This is an optimization exercise on Yosys and OpenROAD, whose aim is small area, a short achievable clock period and few clock cycles, not a production implementation. Only simulation tests tie the RTL to the original design; equivalence was not proved.

==> job 4410: inputs <==
## ctl_law_engine
module ctl_law_engine (
    input  wire        clk,
    input  wire        rst,
    input  wire        start,
    output reg  [7:0]  rd_addr,
    input  wire [39:0] rd_data,
    output reg         wr_en,
    output reg  [7:0]  wr_addr,
    output reg  [39:0] wr_data,
    output reg         done
);
clock: 20.0 ns
lec_check: 0
cap_margin: 20
core_margin: 2
core_utilization: 40
slew_margin: 20
standard.sh (not shown) runs the stock make flow with config.mk's settings and CLKGATE_MAP_FILE= SYNTH_SCRIPT=/design/flow/synth_recipe.tcl, a recipe that flattens the netlist after the stock synthesis.
==> flow/flow/run.sh <==
#!/bin/bash
set -euo pipefail
export BUFFER_PORTS_ARGS="-buffer_cell sky130_fd_sc_hd__buf_4"
bash standard.sh > layout.log 2>&1
==> job 1212 (differences from job 4410) <==
--- a/flow/design.v
+++ b/flow/design.v
@@ -37,16 +37,18 @@
     reg [39:0] stat;
     reg [39:0] rv [0:13];
     reg [3:0]  tailpos;     
     reg [39:0] xo_cap;      
     reg [3:0] row;          
     reg [3:0] col;          
     reg [3:0] kc;           
     reg       fin;          
+    reg       npass;        
+    reg       early;        
     reg [2:0] k0;
     reg [3:0] c0, r0;
     reg       f0, l0;
     reg [2:0] k1;
     reg [3:0] c1, r1;
     reg       f1, l1;
     reg [39:0] mreg;
     reg [19:0] b_neg, b_one, b_two;
@@ -55,27 +57,31 @@
     reg       cf2;          
     reg       first2, last2;
     reg       neg2;         
     reg [82:0] acc_s, acc_c;
     reg       v3;
     reg [3:0] r3;
     reg       v4;
     reg [3:0] r4;
-    reg [39:0] rs;
-    reg        sat4;
+    reg [39:0] q4;          
+    reg        shi4, slo4;  
     reg [39:0] xo;          
     reg        h_gt4;       
     reg        h_lt4;       
     reg        lim_on4;     
     reg [40:0] lim_a;
     reg [40:0] lim_b;
     reg       v5;
+    reg [3:0] r5;
     reg       sat5;
-    reg [1:0] inc5;
+    reg       hold5, chr5, clr5, chx5, clx5;
+    reg       v6;
+    reg       sat6;
+    reg [1:0] inc6;
     reg [7:0] mneg0, mneg1, mnz0, mnz1;
     reg [1:0] lim_hi, lim_lo;
     reg       lim_any;
     function [3:0] next_col;
         input [3:0] c;
         input [3:0] n_s;
         input [2:0] n_m;
         begin
@@ -112,35 +118,54 @@
             else if (c == 4'd12)
                 col_addr = 8'h03;
             else
                 col_addr = 8'h06;
         end
     endfunction
     function [3:0] state_row_from;
         input [3:0] i;
+        input       ig;
         integer k;
         reg found;
         begin
             state_row_from = 4'd15;
             found = 1'b0;
             for (k = 0; k < 8; k = k + 1) begin
-                if (!found && k >= i && k < ns && !(frozen && intmask[k])) begin
+                if (!found && k >= i && k < ns && intmask[k] == ig) begin
                     state_row_from = k[3:0];
                     found = 1'b1;
                 end
             end
         end
     endfunction
     wire [3:0] ncol      = next_col(col, ns, nm);
     wire [3:0] ccol      = (ncol == C_END) ? 4'd0 : ncol;    
-    wire [3:0] first_row = frozen ? state_row_from(4'd0) : 4'd8;
-    wire [3:0] nxt_state = state_row_from(row + 4'd1);
-    wire [3:0] next_row  = (row == 4'd8 && no2) ? 4'd9 :
-                           row[3] ? state_row_from(4'd0) : nxt_state;
+    wire [3:0] first_row = frozen ? state_row_from(4'd0, 1'b0) : 4'd8;
+    wire [3:0] first_int = frozen ? 4'd15 : state_row_from(4'd0, 1'b1);
+    wire [3:0] next_int  = state_row_from(row + 4'd1, 1'b1);
+    wire [3:0] first_non = state_row_from(4'd0, 1'b0);
+    wire [3:0] next_non  = state_row_from(row + 4'd1, 1'b0);
+    reg  [3:0] nrow_c;
+    reg        npass_c;
+    always @(*) begin
+        if (row == 4'd8 && no2) begin
+            nrow_c = 4'd9;       npass_c = 1'b0;
+        end else if (npass) begin
+            nrow_c = next_non;   npass_c = 1'b1;
+        end else if (row[3]) begin
+            nrow_c  = (first_int != 4'd15) ? first_int : first_non;
+            npass_c = (first_int == 4'd15);
+        end else begin
+            nrow_c  = (next_int != 4'd15) ? next_int : first_non;
+            npass_c = (next_int == 4'd15);
+        end
+    end
+    reg  [3:0] next_row;
+    reg        next_pass;
     wire       row_lim   = row[3] || intmask[row[2:0]];
     wire [39:0] vsel = rv[0];
     wire [40:0] vy   = {vsel, 1'b0};
     reg  [19:0] e_neg, e_one, e_two;
     integer bj;
     always @(*) begin
         for (bj = 0; bj < 20; bj = bj + 1) begin
             e_neg[bj] = vy[2*bj+2];
@@ -2993,19 +3018,19 @@
     assign t_c[82] = fs925;
     wire [82:0] tsum = acc_s + acc_c;
     wire [48:0] thi  = tsum[82:34];
     wire [33:0] zx   = acc_s[33:0] ^ acc_c[33:0];
     wire [33:0] zc   = {acc_s[32:0] | acc_c[32:0], 1'b0};
     wire        tie  = (zx == zc);
     wire        s_hi = !thi[48] && (|thi[47:39]);
     wire        s_lo = thi[48] && !(&thi[47:39]);
-    wire [39:0] rs3  = s_hi ? 40'h7F_FFFF_FFFF :
-                       s_lo ? 40'h80_0000_0000 :
-                       {thi[39:1], thi[0] & !tie};
+    wire [39:0] q3   = {thi[39:1], thi[0] & !tie};
+    wire [39:0] rs   = shi4 ? 40'h7F_FFFF_FFFF :
+                       slo4 ? 40'h80_0000_0000 : q4;
     wire [2:0]  si3    = r3[2:0];
     wire        lnk3   = intlnk[si3];
     wire        m_nz3  = lnk3 ? mnz1[si3]  : mnz0[si3];
     wire        m_neg3 = lnk3 ? mneg1[si3] : mneg0[si3];
     wire        is_int3 = !r3[3] && intmask[si3];
     wire        m_pos3  = m_nz3 && !m_neg3;
     wire        j_hi3   = lnk3 ? lim_hi[1] : lim_hi[0];
     wire        j_lo3   = lnk3 ? lim_lo[1] : lim_lo[0];
@@ -3013,29 +3038,30 @@
     wire        lt     = $signed(rs) < $signed(xo);
     wire        eq     = rs == xo;
     wire        hold   = (h_lt4 && lt) || (h_gt4 && !lt && !eq);
     wire signed [40:0] xo41 = {xo[39], xo};
     wire        chr    = lim_on4 && (rs41 > $signed(lim_a));
     wire        clr    = lim_on4 && (rs41 < $signed(lim_b));
     wire        chx    = xo41 > $signed(lim_a);
     wire        clx    = xo41 < $signed(lim_b);
-    wire [39:0] out_r  = chr ? lim_a[39:0] : (clr ? lim_b[39:0] : rs);
-    wire [39:0] out_x  = chx ? lim_a[39:0] : (clx ? lim_b[39:0] : xo);
-    wire [39:0] p_out  = hold ? out_x : out_r;
-    wire        p_hi   = hold ? chx : chr;
-    wire        p_lo   = hold ? (!chx && clx) : (!chr && clr);
-    wire [1:0]  inc4   = hold ? ((chx || clx) ? 2'd2 : 2'd1) :
-                                ((chr || clr) ? 2'd1 : 2'd0);
-    wire [16:0] limcnt_sum  = {1'b0, stat[39:24]} + {15'd0, inc5};
+    wire [39:0] out_r  = chr5 ? lim_a[39:0] : (clr5 ? lim_b[39:0] : rs);
+    wire [39:0] out_x  = chx5 ? lim_a[39:0] : (clx5 ? lim_b[39:0] : xo);
+    wire [39:0] p_out  = hold5 ? out_x : out_r;
+    wire        p_hi   = hold5 ? chx5 : chr5;
+    wire        p_lo   = hold5 ? (!chx5 && clx5) : (!chr5 && clr5);
+    wire [1:0]  inc5   = hold5 ? ((chx5 || clx5) ? 2'd2 : 2'd1) :
+                                 ((chr5 || clr5) ? 2'd1 : 2'd0);
+    wire [16:0] limcnt_sum  = {1'b0, stat[39:24]} + {15'd0, inc6};
     wire [15:0] limcnt_next = limcnt_sum[16] ? 16'hFFFF : limcnt_sum[15:0];
     wire [15:0] asat_next   = (stat[23:8] == 16'hFFFF) ? 16'hFFFF : stat[23:8] + 16'd1;
-    wire [15:0] limcnt_n    = v5 ? limcnt_next : stat[39:24];
-    wire [15:0] asat_n      = (v5 && sat5) ? asat_next : stat[23:8];
-    wire        asat_f      = (v5 && sat5) | stat[4];
+    wire [15:0] limcnt_n    = v6 ? limcnt_next : stat[39:24];
+    wire [15:0] asat_n      = (v6 && sat6) ? asat_next : stat[23:8];
+    wire        asat_f      = (v6 && sat6) | stat[4];
+    wire        sat_last    = shi4 | slo4;
     wire [39:0] ring_in = (k1 == K_V) ? rd_data : rv[0];
     integer ri;
     wire [3:0] cfg_ns = (cfg_ns_r == 4'd0) ? 4'd1 :
                         (cfg_ns_r > 4'd8)  ? 4'd8 : cfg_ns_r;
     wire [2:0] cfg_nm = (cfg_nm_r == 3'd0) ? 3'd1 :
                         (cfg_nm_r > 3'd4)  ? 3'd4 : cfg_nm_r;
     always @(posedge clk) begin
         k1 <= k0;
@@ -3081,45 +3107,58 @@
                 mneg0[c2[2:0]] <= mreg[39];
                 mnz0[c2[2:0]]  <= |mreg;
             end
         end
         v3 <= last2;
         r3 <= r2;
         if (last2)
             xo <= xo_cap;
-        rs   <= rs3;
-        sat4 <= s_hi | s_lo;
+        if (v3) begin
+            q4   <= q3;
+            shi4 <= s_hi;
+            slo4 <= s_lo;
+        end
         h_gt4   <= is_int3 && ((j_hi3 && m_pos3) || (j_lo3 && m_neg3));
         h_lt4   <= is_int3 && ((j_hi3 && m_neg3) || (j_lo3 && m_pos3));
         lim_on4 <= r3[3] || intmask[si3];
         v4   <= v3;
         r4   <= r3;
-        wr_en <= 1'b0;
         v5    <= v4;
-        sat5  <= sat4;
-        inc5  <= r4[3] ? 2'd0 : inc4;
+        r5    <= r4;
+        sat5  <= shi4 | slo4;
+        hold5 <= hold;
+        chr5  <= chr;
+        clr5  <= clr;
+        chx5  <= chx;
+        clx5  <= clx;
+        wr_en <= 1'b0;
+        v6    <= v5;
+        sat6  <= sat5;
+        inc6  <= r5[3] ? 2'd0 : inc5;
         wr_data <= p_out;
-        wr_addr <= r4[3] ? (8'h1C + {7'd0, r4[0]}) : (8'h20 + {5'd0, r4[2:0]});
-        if (v4) begin
+        wr_addr <= r5[3] ? (8'h1C + {7'd0, r5[0]}) : (8'h20 + {5'd0, r5[2:0]});
+        if (v5) begin
             wr_en <= 1'b1;
-            if (r4[3]) begin
-                lim_hi[r4[0]]  <= p_hi;
-                lim_lo[r4[0]]  <= p_lo;
+            if (r5[3]) begin
+                lim_hi[r5[0]]  <= p_hi;
+                lim_lo[r5[0]]  <= p_lo;
                 if (p_hi || p_lo)
                     lim_any <= 1'b1;
             end
         end
-        if (v5) begin
-            if (sat5) begin
+        if (v6) begin
+            if (sat6) begin
                 stat[23:8] <= asat_next;
                 stat[4]    <= 1'b1;
             end
             stat[39:24] <= limcnt_next;
         end
+        next_row  <= nrow_c;
+        next_pass <= npass_c;
         if (fin)
             tcnt <= tcnt + 3'd1;
         done <= 1'b0;
         k0   <= K_NONE;
         f0   <= 1'b0;
         l0   <= 1'b0;
         rd_addr <= 8'h00;
         case (ist)
@@ -3164,84 +3203,97 @@
                 done    <= 1'b1;
                 ist     <= I_IDLE;
             end else begin
                 rd_addr <= col_addr(ncol);
                 k0      <= K_V;
                 c0      <= ncol;
                 col     <= ncol;
                 if (next_col(ncol, ns, nm) == C_END) begin
-                    col  <= 4'd0;
-                    row  <= first_row;
-                    kc   <= 4'd0;
+                    col   <= 4'd0;
+                    row   <= first_row;
+                    npass <= frozen;
+                    kc    <= 4'd0;
                     if (first_row != 4'd15) begin
                         ist <= I_ROW;
                     end else begin
-                        fin  <= 1'b1;
-                        tcnt <= 3'd0;
-                        ist  <= I_END;
+                        fin   <= 1'b1;
+                        early <= 1'b0;
+                        tcnt  <= 3'd0;
+                        ist   <= I_END;
                     end
                 end
             end
             I_ROW: begin
                 rd_addr <= {row + 4'd4, col};
                 k0      <= K_COEF;
                 c0      <= col;
                 r0      <= row;
                 f0      <= (kc == 4'd0);
                 l0      <= (kc == tailpos);
                 col     <= ccol;
                 kc      <= kc + 4'd1;
                 if (kc == tailpos) begin
                     kc <= 4'd0;
                     if (next_row == 4'd15) begin
-                        fin  <= 1'b1;
-                        tcnt <= 3'd0;
+                        fin   <= 1'b1;
+                        early <= npass;
+                        tcnt  <= 3'd0;
                     end
                     if (row_lim)
                         ist <= I_LIMA;
-                    else if (next_row != 4'd15)
-                        row <= next_row;
-                    else
+                    else if (next_row != 4'd15) begin
+                        row   <= next_row;
+                        npass <= next_pass;
+                    end else
                         ist <= I_END;
                 end
             end
             I_LIMA: begin
                 rd_addr <= row[3] ? (8'h16 + {5'd0, row[0], 2'b00}) :
                                     (8'h30 + {5'd0, row[2:0]});
                 k0      <= K_LIMA;
                 r0      <= row;
                 col     <= ccol;
                 if (row[3])
                     ist <= I_LIMB;
                 else if (next_row != 4'd15) begin
-                    row <= next_row;
-                    ist <= I_ROW;
+                    row   <= next_row;
+                    npass <= next_pass;
+                    ist   <= I_ROW;
                 end else
                     ist <= I_END;
             end
             I_LIMB: begin
                 rd_addr <= 8'h15 + {5'd0, row[0], 2'b00};
                 k0      <= K_LIMB;
                 r0      <= row;
                 col     <= ccol;
                 if (next_row != 4'd15) begin
-                    row <= next_row;
-                    ist <= I_ROW;
+                    row   <= next_row;
+                    npass <= next_pass;
+                    ist   <= I_ROW;
                 end else
                     ist <= I_END;
             end
             I_END: begin
-                if (tcnt == 3'd5) begin
+                if (early && tcnt == 3'd4) begin
+                    wr_en   <= 1'b1;
+                    wr_addr <= 8'h01;
+                    wr_data <= {stat[39:24], sat_last ? asat_next : stat[23:8],
+                                stat[7:5], sat_last | stat[4],
+                                frozen ? stat[3] : lim_any, stat[2:0]};
+                end
+                if (!early && tcnt == 3'd6) begin
                     wr_en   <= 1'b1;
                     wr_addr <= 8'h01;
                     wr_data <= {limcnt_n, asat_n, stat[7:5], asat_f,
                                 frozen ? stat[3] : lim_any, stat[2:0]};
                 end
-                if (tcnt == 3'd6) begin
+                if (early ? (tcnt == 3'd6) : (tcnt == 3'd7)) begin
                     done    <= 1'b1;
                     rd_addr <= 8'h00;
                     fin     <= 1'b0;
                     ist     <= I_IDLE;
                 end
             end
             default: ist <= I_IDLE;
         endcase
@@ -3255,11 +3307,12 @@
             k1      <= K_NONE;
             cf2     <= 1'b0;
             first2  <= 1'b0;
             last2   <= 1'b0;
             neg2    <= 1'b0;
             v3      <= 1'b0;
             v4      <= 1'b0;
             v5      <= 1'b0;
+            v6      <= 1'b0;
         end
     end
 endmodule
Settings changed: CORE_UTILIZATION 40 to 60, CTS_CLUSTER_DIAMETER set to 80, CTS_CLUSTER_SIZE set to 24, PLACE_DENSITY set to 0.7.
==> notes.md <==
- Between job 1212 and job 4410, the lower hold slack is in job 1212 (gap 0.0012 ns).
- In job 4410 the non-clock buffer count is lower than in job 1212, by 8.
- Of job 4410 and job 1212, job 1212 has the higher global-route usage (gap 11 points).
Testbench counts of job 4410, summed over its fixed seeds: cycles 123,401.
Testbench counts of job 1212, summed over its fixed seeds: cycles 123,961.

==> re-timing with driven ports <==
In the flow no input, the clock included, has a driving cell. The finished layouts below were timed again as built, in two steps.
Step 1 sets driving cells, clkbuf_16 on the clock port and buf_2 on the other inputs (assumed; they add their load-dependent delay and slew).
Step 2 adds t to the input delays and takes it off the output delays; t is the mean of the earliest and latest rising clock arrival at the registers after step 1. Input paths then give back, and output paths get back, about the clock's delay inside the block.
a / b / c = no drivers / after step 1 / after step 2; a / b = the first two.
run	t, ns	setup WS [ns]	worst setup path after step 2	clock arrival spread, ns	worst slew at a driven data input, ns
job 4410	0.887	14.385 / 14.289 / 14.427	register to register	0.075 / 0.075	0.13
job 1212	0.800	13.708 / 13.708 / 13.708	register to register	0.040 / 0.040	0.10
After both steps setup and hold are still met in every run listed.
